Background: an optimization exercise with open tools, aiming at small area, a short achievable clock period and few clock cycles per item. Do not read the settings as production practice.
In this exercise RTL edits were held to simulation tests only and were not proved equivalent to the original.
No activity file was given, so power comes from the tool's default toggle rates.

==> flow/design.v (outline; a module is shown in full before it is edited, if it fits) <==
// module wz_fxu_fa: 4 lines
// module wz_fxu_ha: 4 lines
// module wz_fxu: 1049 lines
module wz_fxu (
    input  wire        clk,
    input  wire        rst,
    input  wire        in_valid,
    output wire        in_ready,
    input  wire [4:0]  in_op,
    input  wire        in_q,       
    input  wire [1:0]  in_t,       
    input  wire [3:0]  in_x,       
    input  wire [63:0] in_a,
    input  wire [63:0] in_b,
    output reg         out_valid,
    output reg  [63:0] out_data,
    output reg         out_ill
);
  // ...
==> flow/flow/run.sh <==
#!/bin/bash
set -euo pipefail
bash standard.sh SETUP_SLACK_MARGIN=12 finish > make.log 2>&1
==> flow/standard.sh <==
#!/bin/bash
# synth_recipe.tcl (not shown) runs the flow's synth.tcl, then flattens the netlist and writes it again
# the make line also repeats each setting of config.mk as NAME=value (left out here)
make -C /OpenROAD-flow-scripts/flow DESIGN_CONFIG=/design/flow/config.mk WORK_HOME=/design/flow/orfs CLKGATE_MAP_FILE= SYNTH_SCRIPT=/design/flow/synth_recipe.tcl "${@:-finish}"
==> flow/config.mk <==
export PLATFORM = sky130hd
export DESIGN_NAME = wz_fxu
export DESIGN_NICKNAME = wz_fxu
export VERILOG_FILES = /design/flow/design.v
export SDC_FILE = /design/flow/constraint.sdc
export NUM_CORES = 4
export LEC_CHECK = 0
export CAP_MARGIN = 70
export CORE_MARGIN = 2
export CORE_UTILIZATION = 55
export PLACE_DENSITY = 0.75
export SLEW_MARGIN = 70
export SYNTH_HIERARCHICAL = 1
==> flow/constraint.sdc <==
create_clock -name core_clock -period 17.0 [get_ports {clk}]
set_input_delay 3.4000 -clock core_clock [delete_from_list [all_inputs] [get_ports {clk}]]
set_output_delay 3.4000 -clock core_clock [all_outputs]
set_load 0.01 [all_outputs]
==> results.toml, run 1 <==
[layout]
multiInputGateArea_sq_um = 44900
multi_input_cells = 5255
drive_above_1_share_pct = 17.1
multi_input_area_share_pct = 57.5
final_area_sq_um = 78100
clk_share_pct = 3.81

[yosys]
synth_most_common_cell = "nand2_1"
synth.yosys.warnings = 7
synth_top_family_by_area = "compound AO/OA/AOI/OAI gates"
ys_ff_latch = 825

[setup_path]
cpMaxStageDelayCell = "fa_2"
crit_cells = 23
crit_arrival_ns = 6.15
crit-reg2reg-launch = "rn2[1]"
worstPathRequired_ns = 17.44
setup.worst_path.start_class = "flip-flop"

[grt]
grt_first_pass_wirelength_mm = 386
grtUsageMet3_pct = 14.6
antenna_found_initial = 10

[drt]
top_layer = "met5"

[sta]
tns_ns = 0
setup_viol_count_final = 0
maxSlewViolCount = 0

[floorplan]
die_w_um = 347
n_tap_cell = 1524
die_y_um = 347

[outcome]
status = "no timing/DRC/antenna violations"

[min_path]
hold_class = "flip-flop to flip-flop"

[place]
place.gp.congestion = 1.05
Testbench counts, summed over its fixed seeds: cycles 12,032, items 12,000.
==> inputs of run 2 (changes only) <==
--- a/flow/config.mk
+++ b/flow/config.mk
@@ -8,6 +8,6 @@
 export CAP_MARGIN = 70
 export CORE_MARGIN = 2
-export CORE_UTILIZATION = 55
-export PLACE_DENSITY = 0.75
+export CORE_UTILIZATION = 40
+export PLACE_DENSITY = 0.6
 export SLEW_MARGIN = 70
 export SYNTH_HIERARCHICAL = 1
==> results.toml, run 2 <==
[outcome]
status = "no timing/DRC/antenna violations"

[yosys]
synth_top_area_share_pct = 16.0
ys_types = 90
synth-main-ff-cell = "dfxtp_1"
synth.avg_cell_area_sq_um = 9.37
async_flop_share_pct = 0
syn_inst = 6923
synth_common_cells = "765 x nand2_1, 650 x xnor2_1, 519 x fa_1"
ys_seq_area_share_pct = 30.6
ys_ff_latch = 825
synth.yosys.warnings = 7
synth_top_area_cell = "fa_1"
synth_most_common_cell = "nand2_1"
syn_area_sq_um = 64900
synth_edf_count = 335
ys_top_cells_by_area = "fa_1 16%, edfxtp_1 16%, dfxtp_1 15%"

[place]
place.gp.congestion = 1.01
io_buffers = 177
pre_cts_slack_ns = 10.43
dp_hpwl_mm = 194

[clock_network]
numCtsBuffers = 91
clk_pin_slew_ns = 0.06
clkSinkCount = 825
cts_tree = "yes"
cts_htree_levels = 3
clk_latency_ns = 0.75
hold_buffers = 0
clock_path_buffers = 3
cts_root_buf = "clkbuf_16"

[floorplan]
io_pins = 210
die_w_um = 407
rows = 147
initial_core_util_pct = 40.3
core_sq_um = 161000
die-area_sq_um = 165000
die_y_um = 407

[setup_path]
crit_type = "flip-flop to flip-flop"
cpMaxStageDelayCell = "fa_1"
setup.worst_path.start_class = "flip-flop"
crit_fanout = 6
crit-reg2reg-launch = "rn2[1]"
r2r_slack_ns = 11.36
r2r-end = "k_d"
crit_chain = "buf_6 -> clkbuf_16 -> a21oi_1 -> and4_2 -> inv_2 -> fa_1 -> ha_1 -> a21oi_1 -> o21ai_2 -> o2111ai_4 -> a21oi_4 -> buf_6 -> a221oi_4 -> a31oi_4 -> a31oi_4 -> mux2_4 -> xnor2_4 -> o21bai_4 -> a211o_1 -> a31oi_4 -> o21ai_1"
worstPathRequired_ns = 17.60
crit_top_cell = "a31oi_4"
end_kind = "flip-flop"
crit_buf_inv = 4
crit_arrival_ns = 6.24
ff2ff_path_depth = 21
cpLargestDelayFamily = "compound AO/OA/AOI/OAI gates"
critPathMaxStageDelay_ns = 0.50

[min_path]
hold_class = "flip-flop to flip-flop"
min_from = "crd2"
whs_path_depth = 0
min_to = "crd3"

[drt]
viasPerCell = 6.41
drt_pass1_iterations = 8
wire_per_inst_um = 30.2
routed_wirelength_mm = 280
drt_first_iter_violations = 8306
via_count = 59300
drtAntennaViolNets = 0
drc_errors = 0

[sta]
fmaxAchievable_mhz = 177
worst_slew_pin_slew_ns = 0.575
slew_headroom_pct = 61.6
hold_viol = 0
tns_ns = 0
fin_crit_sh_pct = 33.2
setup_viol_count_final = 0
hold_slack_ns = 0.325
fin_skew_ns = 0.0660
min_period_ns = 5.64
maxSlewViolCount = 0
layout_setup_ws_ns = 11.36
rsz0062_at_grt = "yes"

[pwr]
pwr-share-seq_pct = 21.7
power.density_nw_per_um2 = 140
p_comb_share_pct = 59.6
intPower_w = 0.00615
p_leak_nw = 30.2
p_switching_w = 0.00500
peakVddDrop_mv = 0.345
clock_power_share_pct = 18.7
swShare_pct = 44.8

[grt]
grt_pass1_vias = 57700
grt.total_usage_pct = 32.7
grt_max_degree = 78
antenna_found_initial = 14
grt-ovfl-total = 0
grt_first_pass_wirelength_mm = 397

[layout]
layout_commonest_cell = "nand2_1"
final_core_util_pct = 49.4
fin_nets = 7854
largest_reg_flops = 81
mostFrequentLayoutCells = "700 x nand2_1, 591 x xnor2_1, 515 x fa_1"
flow.area_growth_from_synthesis_pct = 22.5
drive_above_1_share_pct = 17.5
top_register = "f3"

[flow_run]
cap_viol_max_count = 0
## run 2: cells by family (layout without fill, tap and decap cells)
family	count (synthesis)	after routing	share of synthesized area [%]
mux	141	141	2.75
compound gates	1962	1962	20.3
xor+xnor	755	755	10.2
flops	825	825	30.6
buf+inv	843	1017	4.91
simple gates	1704	1704	11.9
other cells	0	3	0
fa+ha+maj	693	693	19.4
## run 2: routing by layer
metal,GRT usage (%),up-vias,wire (um)
met2,49.1,4444,120000
met1,41.7,28900,104000
li1,-,24800,-
met3,9.03,1154,34800
met5,0.208,-,148
met4,20.0,18,20700
## run 2: area by class of cell
type / count / area (sq um)
Clock buffer: 126 / 2710
Inverter: 200 / 835
Clock inverter: 46 / 510
Antenna cell: 3 / 7.51
Fill cell: 14800 / 81300
Tap cell: 2160 / 2700
Timing Repair Buffer: 645 / 7720
Multi-Input combinational cell: 5255 / 44900
Sequential cell: 825 / 20100
## run 2: worst max-delay path by stage
| stage | cells after the start | end | start | slack (ns) |
|---|---|---|---|---|
| 2_1_floorplan | 23 | till0[76] | rn2[1] | 11.60 |
| 3_3_place_gp | 19 | k_d | rn2[3] | 9.67 |
| 3_5_place_dp | 20 | till2[73] | rn2[3] | 10.43 |
| 4_1_cts | 20 | till2[73] | rn2[1] | 11.42 |
| 5_1_grt | 21 | k_d | rn2[3] | 11.31 |
| 6_report | 21 | k_d | rn2[1] | 11.36 |
## run 2: worst reg2reg max path, delay by kind of cell, from the launching register on
family	cells	cell delay (ns)
AO/OA/AOI/OAI	12	2.59
adder cells (fa/ha/maj)	2	0.89
buffers and inverters	4	0.62
flip-flops	1	0.45
AND/OR/NAND/NOR	1	0.37
multiplexers	1	0.36
XOR/XNOR	1	0.24
## run 2: stage by stage
| stage | instance area, sq um | total power [W] | std cells |
|---|---|---|---|
| after floorplan | 65200 | 0.00587 | 6923 |
| after global placement | 68300 | 0.00833 | 8742 |
| after detailed placement | 72100 | 0.00858 | 8871 |
| after CTS | 77000 | 0.0107 | 9139 |
| after global routing | 79500 | 0.0116 | 9257 |
| final | 79500 | 0.0112 | 9260 |
## run 2: power groups by stage
stage	clock network (W)	logic (W)	registers, W
2_1_floorplan	0	0.00352	0.00235
3_3_place_gp	0	0.00584	0.00248
3_5_place_dp	0	0.00612	0.00246
4_1_cts	0.00211	0.00618	0.00241
5_1_grt	0.00218	0.00702	0.00242
6_report	0.00208	0.00665	0.00242
## run 2: Yosys stat by module, one instance, submodules excluded
module     copies in the design  cells inside  flip-flops and latches  area, sq um
wz_fxu_fa                   517             1                       0         20.0
wz_fxu_ha                    43             1                       0         12.5
wz_fxu                        1          6363                     825        54000
## run 2: what timing repair did
item,4_1_cts,5_1_grt
setup buffers,92,91
gates cloned,4,8
resized for setup,259,208
endpoints found under the setup margin,358,249
pin swaps,84,107
==> inputs of run 3 (changes only) <==
--- a/flow/config.mk
+++ b/flow/config.mk
@@ -6,8 +6,8 @@
 export NUM_CORES = 4
 export LEC_CHECK = 0
-export CAP_MARGIN = 70
+export CAP_MARGIN = 40
 export CORE_MARGIN = 2
 export CORE_UTILIZATION = 40
 export PLACE_DENSITY = 0.6
-export SLEW_MARGIN = 70
+export SLEW_MARGIN = 40
 export SYNTH_HIERARCHICAL = 1
==> results.toml, run 3 <==
[outcome]
status = "no timing/DRC/antenna violations"

[layout]
fin_nets = 7770
top_register = "f3"
drive_above_1_share_pct = 15.0
flow.area_growth_from_synthesis_pct = 17.9
largest_reg_flops = 81
final_cells = 9171
mostFrequentLayoutCells = "700 x nand2_1, 615 x xnor2_1, 517 x fa_1"
layout_commonest_cell = "nand2_1"

[pwr]
swShare_pct = 45.0
pwr-share-seq_pct = 22.6
clock_power_share_pct = 18.1
intPower_w = 0.00597
p_leak_nw = 28.7
peakVddDrop_mv = 0.354
p_switching_w = 0.00489
power.density_nw_per_um2 = 142
p_total_w = 0.0109
p_comb_share_pct = 59.3

[setup_path]
cpMaxStageDelayCell = "or4_4"
crit_chain = "buf_12 -> a222oi_1 -> and2_4 -> clkinvlp_4 -> fa_1 -> ha_4 -> nand3_4 -> or4_4 -> a311o_1 -> a31oi_4 -> o31ai_4 -> or4_4 -> o211ai_4 -> buf_12 -> mux2_4 -> nor2_2 -> a211o_1 -> a31oi_4 -> o21ai_1"
setup.worst_path.start_class = "flip-flop"
end_kind = "flip-flop"
crit_arrival_ns = 6.14
cpLargestDelayFamily = "compound AO/OA/AOI/OAI gates"
crit_fanout = 48
ff2ff_path_depth = 19
critPathMaxStageDelay_ns = 0.52
worstPathRequired_ns = 17.56
crit_type = "flip-flop to flip-flop"
crit_buf_inv = 3
crit_cells = 19

[floorplan]
core_sq_um = 161000
io_pins = 210
die_w_um = 407
die-area_sq_um = 165000
rows = 147
die_y_um = 407
initial_core_util_pct = 40.3

[yosys]
synth.avg_cell_area_sq_um = 9.37
ys_top_cells_by_area = "fa_1 16%, edfxtp_1 16%, dfxtp_1 15%"
synth-main-ff-cell = "dfxtp_1"
ys_seq_area_share_pct = 30.6
ys_ff_latch = 825
synth.mux.area_fraction_pct = 2.76
synth.yosys.warnings = 7
synth_common_cells = "765 x nand2_1, 650 x xnor2_1, 519 x fa_1"
synth-simple-area-share_pct = 11.9
async_flop_share_pct = 0
synth_top_family_by_area = "compound AO/OA/AOI/OAI gates"
synthAdderAreaFrac_pct = 19.4
synth_top_area_cell = "fa_1"
synth_edf_count = 335
ys_types = 90
synthXorXnorAreaFrac_pct = 10.2
syn_area_sq_um = 64900
synth_most_common_cell = "nand2_1"
syn_inst = 6923
synth_top_area_share_pct = 16.0
synth-compound-area-share_pct = 20.3

[place]
pre_cts_slack_ns = 9.77
io_buffers = 177
dp_hpwl_mm = 182
place.gp.congestion = 1.01
dp_cells = 8746

[sta]
worst_slew_pin_slew_ns = 0.970
tns_ns = 0
hold_viol = 0
maxSlewViolCount = 0
setup_viol_count_final = 0
min_period_ns = 5.58
layout_setup_ws_ns = 11.42
fin_skew_ns = 0.0577
fmaxAchievable_mhz = 179
slew_headroom_pct = 35.3
rsz0062_at_grt = "yes"
fin_crit_sh_pct = 32.8

[grt]
grtUsageMet3_pct = 9.35
grt-ovfl-total = 0
grt_max_degree = 87
grt_use_met2_pct = 49.6
top_usage_layer = "met2"
grt.total_usage_pct = 32.8
antenna_found_initial = 9
grt_first_pass_wirelength_mm = 396
grt_pass1_vias = 57200
met1_usage_pct = 41.6

[drt]
viasPerCell = 6.40
routed_wirelength_mm = 281
via_count = 58700
drc_errors = 0
drtAntennaViolNets = 0
drt_pass1_iterations = 11
drt_first_iter_violations = 8397
wire_per_inst_um = 30.6

[flow_run]
cap_viol_max_count = 0

[clock_network]
clk_pin_slew_ns = 0.06
cts_htree_levels = 3
cts_root_buf = "clkbuf_16"
clock_path_buffers = 3
numCtsBuffers = 90
cts_tree = "yes"
clk_latency_ns = 0.73
clkSinkCount = 825

[min_path]
whs_path_depth = 0
hold_class = "flip-flop to flip-flop"
run 3: cell counts after synthesis:
Identical to the previous run, type by type.
run 3: worst paths after layout:
path               start    to  slack (ns)
setup / recovery  rn2[2]   k_d       11.42
hold / removal      ill2  ill3        0.32
setup reg to reg  rn2[2]   k_d       11.42
hold reg to reg     ill2  ill3        0.32
run 3: kinds of logic (layout without fill, tap and decap cells):
group | after synthesis | after routing
DFF | 825 | 825
and+or+nand+nor | 1704 | 1704
adders and majority gates | 693 | 693
buffers and inverters | 843 | 927
AOI/OAI and AO/OA | 1962 | 1962
muxes | 141 | 141
xor gates and xnor gates | 755 | 755
other | 0 | 4
run 3: metal layers:
layer  wire, um  vias up
met3      35300     1041
met5         63        -
met4      19600       10
li1           -    24700
met2     121000     4382
met1     104000    28700
run 3: power groups by stage:
| stage | logic (W) | registers, W | clock network, W |
|---|---|---|---|
| 3_3_place_gp | 0.00584 | 0.00248 | 0 |
| 5_1_grt | 0.00683 | 0.00245 | 0.00206 |
| 3_5_place_dp | 0.00594 | 0.00249 | 0 |
| 2_1_floorplan | 0.00352 | 0.00235 | 0 |
| 6_report | 0.00644 | 0.00245 | 0.00196 |
| 4_1_cts | 0.00603 | 0.00244 | 0.00199 |
run 3: repair_timing:
item / CTS / global route
buffers inserted: 142 / 106
cloned: 1 / 5
setup endpoints to repair: 478 / 362
resized for setup: 380 / 297
hold buffers: 0 / 0
pin swaps: 108 / 151
run 3: through the flow:
step	util [%]	hold WS, ns	instance area [sq um]
CTS	46.1	0.318	74100
global placement	42.5	0.314	68300
detailed placement	42.6	0.313	68400
floorplan	-	0.310	65200
global route	47.5	0.330	76400
finish	47.5	0.325	76400
run 3: cell type report:
class / count / area [sq um]
Tap cell: 2160 / 2700
Clock buffer: 125 / 2530
Clock inverter: 40 / 407
Sequential cell: 825 / 20000
Inverter: 200 / 836
Fill cell: 15100 / 84300
Multi-Input combinational cell: 5255 / 44400
Timing Repair Buffer: 562 / 5520
Antenna cell: 4 / 10.0
run 3: modules after synthesis (local to each module, per instance):
module,cell area (sq um),cells inside
wz_fxu,54000,6363
wz_fxu_fa,20.0,1
wz_fxu_ha,12.5,1
==> inputs of run 4 (changes only) <==
==> flow/flow/run.sh (replaced) <==
#!/bin/bash
set -euo pipefail
bash standard.sh SETUP_SLACK_MARGIN=12 REMOVE_ABC_BUFFERS=1 finish > make.log 2>&1
--- a/flow/config.mk
+++ b/flow/config.mk
@@ -6,8 +6,8 @@
 export NUM_CORES = 4
 export LEC_CHECK = 0
-export CAP_MARGIN = 40
+export CAP_MARGIN = 70
 export CORE_MARGIN = 2
 export CORE_UTILIZATION = 40
 export PLACE_DENSITY = 0.6
-export SLEW_MARGIN = 40
+export SLEW_MARGIN = 70
 export SYNTH_HIERARCHICAL = 1
==> results.toml, run 4 <==
[clock_network]
clk_pin_slew_ns = 0.06
clk_latency_ns = 0.75
cts_tree = "yes"
clock_path_buffers = 3
clkSinkCount = 825
cts_root_buf = "clkbuf_16"
numCtsBuffers = 88
cts_htree_levels = 3

[yosys]
synth.yosys.warnings = 7
syn_inst = 6923
synth-compound-area-share_pct = 20.3
ys_seq_area_share_pct = 30.6
synthAdderAreaFrac_pct = 19.4
synth_most_common_cell = "nand2_1"
synth.avg_cell_area_sq_um = 9.37
synth_edf_count = 335
async_flop_share_pct = 0
synth-main-ff-cell = "dfxtp_1"
synth_top_area_share_pct = 16.0
synth-simple-area-share_pct = 11.9
synthXorXnorAreaFrac_pct = 10.2
synth_top_family_by_area = "compound AO/OA/AOI/OAI gates"
ys_top_cells_by_area = "fa_1 16%, edfxtp_1 16%, dfxtp_1 15%"
synth_common_cells = "765 x nand2_1, 650 x xnor2_1, 519 x fa_1"
synth.mux.area_fraction_pct = 2.76
ys_types = 90
synth_top_area_cell = "fa_1"
ys_ff_latch = 825
syn_area_sq_um = 64900

[grt]
antenna_found_initial = 10
grt_max_degree = 78
grt.total_usage_pct = 33.1
grt-ovfl-total = 0
grt_first_pass_wirelength_mm = 402
grt_pass1_vias = 58300

[setup_path]
crit_fanout = 8
ff2ff_path_depth = 21
setup.worst_path.start_class = "flip-flop"
end_kind = "flip-flop"
crit_arrival_ns = 6.11
crit_type = "flip-flop to flip-flop"
worstPathRequired_ns = 17.48

[drt]
drtAntennaViolNets = 0
viasPerCell = 6.41
drt_pass1_iterations = 12
drt_first_iter_violations = 8907
routed_wirelength_mm = 281
wire_per_inst_um = 30.2
via_count = 59500
drc_errors = 0

[pwr]
peakVddDrop_mv = 0.191
p_leak_nw = 30.2
power.density_nw_per_um2 = 133

[sta]
fin_crit_sh_pct = 33.1
hold_viol = 0
worst_slew_pin_slew_ns = 0.497
setup_viol_count_final = 0
fin_skew_ns = 0.0435
maxSlewViolCount = 0
rsz0062_at_grt = "yes"
slew_headroom_pct = 66.7
min_period_ns = 5.62
tns_ns = 0
fmaxAchievable_mhz = 178

[place]
place.gp.congestion = 0.981
io_buffers = 177
dp_hpwl_mm = 190
dp_cells = 8878

[min_path]
hold_class = "flip-flop to flip-flop"
whs_path_depth = 0

[layout]
largest_reg_flops = 81
final_cells = 9292
fin_nets = 7891
mostFrequentLayoutCells = "702 x nand2_1, 597 x xnor2_1, 509 x a22oi_1, 509 x fa_1, 414 x dfxtp_1"
n_fill_cell = 14700
top_register = "f3"
flow.area_growth_from_synthesis_pct = 23.3
drive_above_1_share_pct = 17.9
layout_commonest_cell = "nand2_1"

[floorplan]
die_w_um = 407
die-area_sq_um = 165000
core_sq_um = 161000
initial_core_util_pct = 40.3
io_pins = 210
die_y_um = 407
rows = 147

[flow_run]
cap_viol_max_count = 0

[outcome]
status = "no timing/DRC/antenna violations"
## run 4: logic make-up (layout without fill, tap and decap cells)
kind of cell	count (synthesis)	count (layout)
xor gates and xnor gates	755	755
other	0	1
adders and majority gates	693	693
buffers and inverters	843	1051
and+or+nand+nor	1704	1704
muxes	141	141
AOI/OAI and AO/OA	1962	1962
DFF	825	825
## run 4: what timing repair did
action / CTS / global route
pin swaps: 188 / 95
setup buffers: 158 / 58
hold buffers: 0 / 0
endpoints found under the setup margin: 380 / 282
gates cloned: 11 / 1
resized for setup: 407 / 187
## run 4: worst paths after layout
check	start	end	slack [ns]
max	rn2[2]	till1[73]	11.38
min	ill3	out_ill	0.32
max reg2reg	rn2[2]	till1[73]	11.38
min reg2reg	ill3	out_ill	0.32
## run 4: worst max-delay path, stage by stage (launching register included)
cell,delay (ns)
dfxtp_4,0.36
buf_16,0.13
buf_16,0.16
buf_16,0.17
a222oi_1,0.31
and2_4,0.24
clkinvlp_4,0.16
fa_1,0.50
ha_4,0.33
nand4_1,0.13
nor2_2,0.17
a32oi_1,0.12
buf_4,0.17
a21oi_4,0.23
o2111ai_4,0.21
o31ai_4,0.42
a21oi_4,0.12
o31a_1,0.29
and2_4,0.17
o31a_1,0.36
or3_1,0.39
and3_4,0.19
## run 4: stage by stage
step           hold WS, ns  total power (W)  utilization [%]  area (sq um)  setup WS (ns)
3_3_place_gp         0.315          0.00801             42.4         68100           9.10
2_1_floorplan        0.310          0.00582                -         62400           9.31
6_report             0.321           0.0106             49.8         80000          11.38
4_1_cts              0.327           0.0103             48.6         78100          11.39
3_5_place_dp         0.313          0.00828             44.9         72200          10.03
5_1_grt              0.327           0.0112             49.8         80000          11.26
## run 4: per-module statistics from Yosys, one instance, submodules excluded
module / copies in the design / area, sq um / cells
wz_fxu_ha: 43 / 12.5 / 1
wz_fxu_fa: 517 / 20.0 / 1
wz_fxu: 1 / 54000 / 6363
## run 4: power by group
part           internal, W  total [W]  switching, W
Combinational      0.00266    0.00630       0.00364
Clock              0.00110    0.00197      0.000864
Sequential         0.00224    0.00237      0.000131
## run 4: layout make-up
cell class | count | area [sq um] | area share, %
multi-input combinational | 5255 | 45100 | 56.4
sequential | 825 | 20000 | 25.1
timing repair buffer | 685 | 8310 | 10.4
tap | 2160 | 2700 | 3.38
clock buffer | 119 | 2450 | 3.07
inverter | 200 | 863 | 1.08
clock inverter | 47 | 488 | 0.610
antenna | 1 | 2.50 | 0.00313
## run 4: routing by layer
metal	wire length [um]	global-route usage [%]
met1	105000	42.5
met2	120000	50.0
met3	35300	9.17
met4	19500	18.9
met5	59	0

what the ideal ports hide:
How much do the figures lean on ideal ports? The routed layouts below were timed once more, with nothing changed but the port constraints. Step 1: set_driving_cell puts a clkbuf_16 on clk and a buf_2 on each other input, an assumption about the parent block. Step 2 times the ports against the registers' clock, not the clock port: input delays grow and output delays shrink by t, the midpoint of the rising clock arrivals with the driver on. Three values: no drivers, after step 1, after step 2; two values: the first two.
| run | t (ns) | setup slack, ns | worst setup path at the end | slew at the worst register clock pin (ns) |
|---|---|---|---|---|
| run 1 | 0.792 | 11.290 / 11.290 / 11.290 | register to register | 0.08 / 0.08 |
| run 2 | 0.799 | 11.359 / 11.359 / 11.351 | input to register | 0.07 / 0.07 |
| run 3 | 0.788 | 11.419 / 11.419 / 11.067 | input to register | 0.08 / 0.08 |
| run 4 | 0.808 | 11.376 / 11.376 / 11.114 | input to register | 0.08 / 0.08 |
After both steps every run listed still meets setup and hold. For run 3, which loses most, drivers alone change the setup slack by 0.000 ns; drivers and shift together by -0.352 ns.
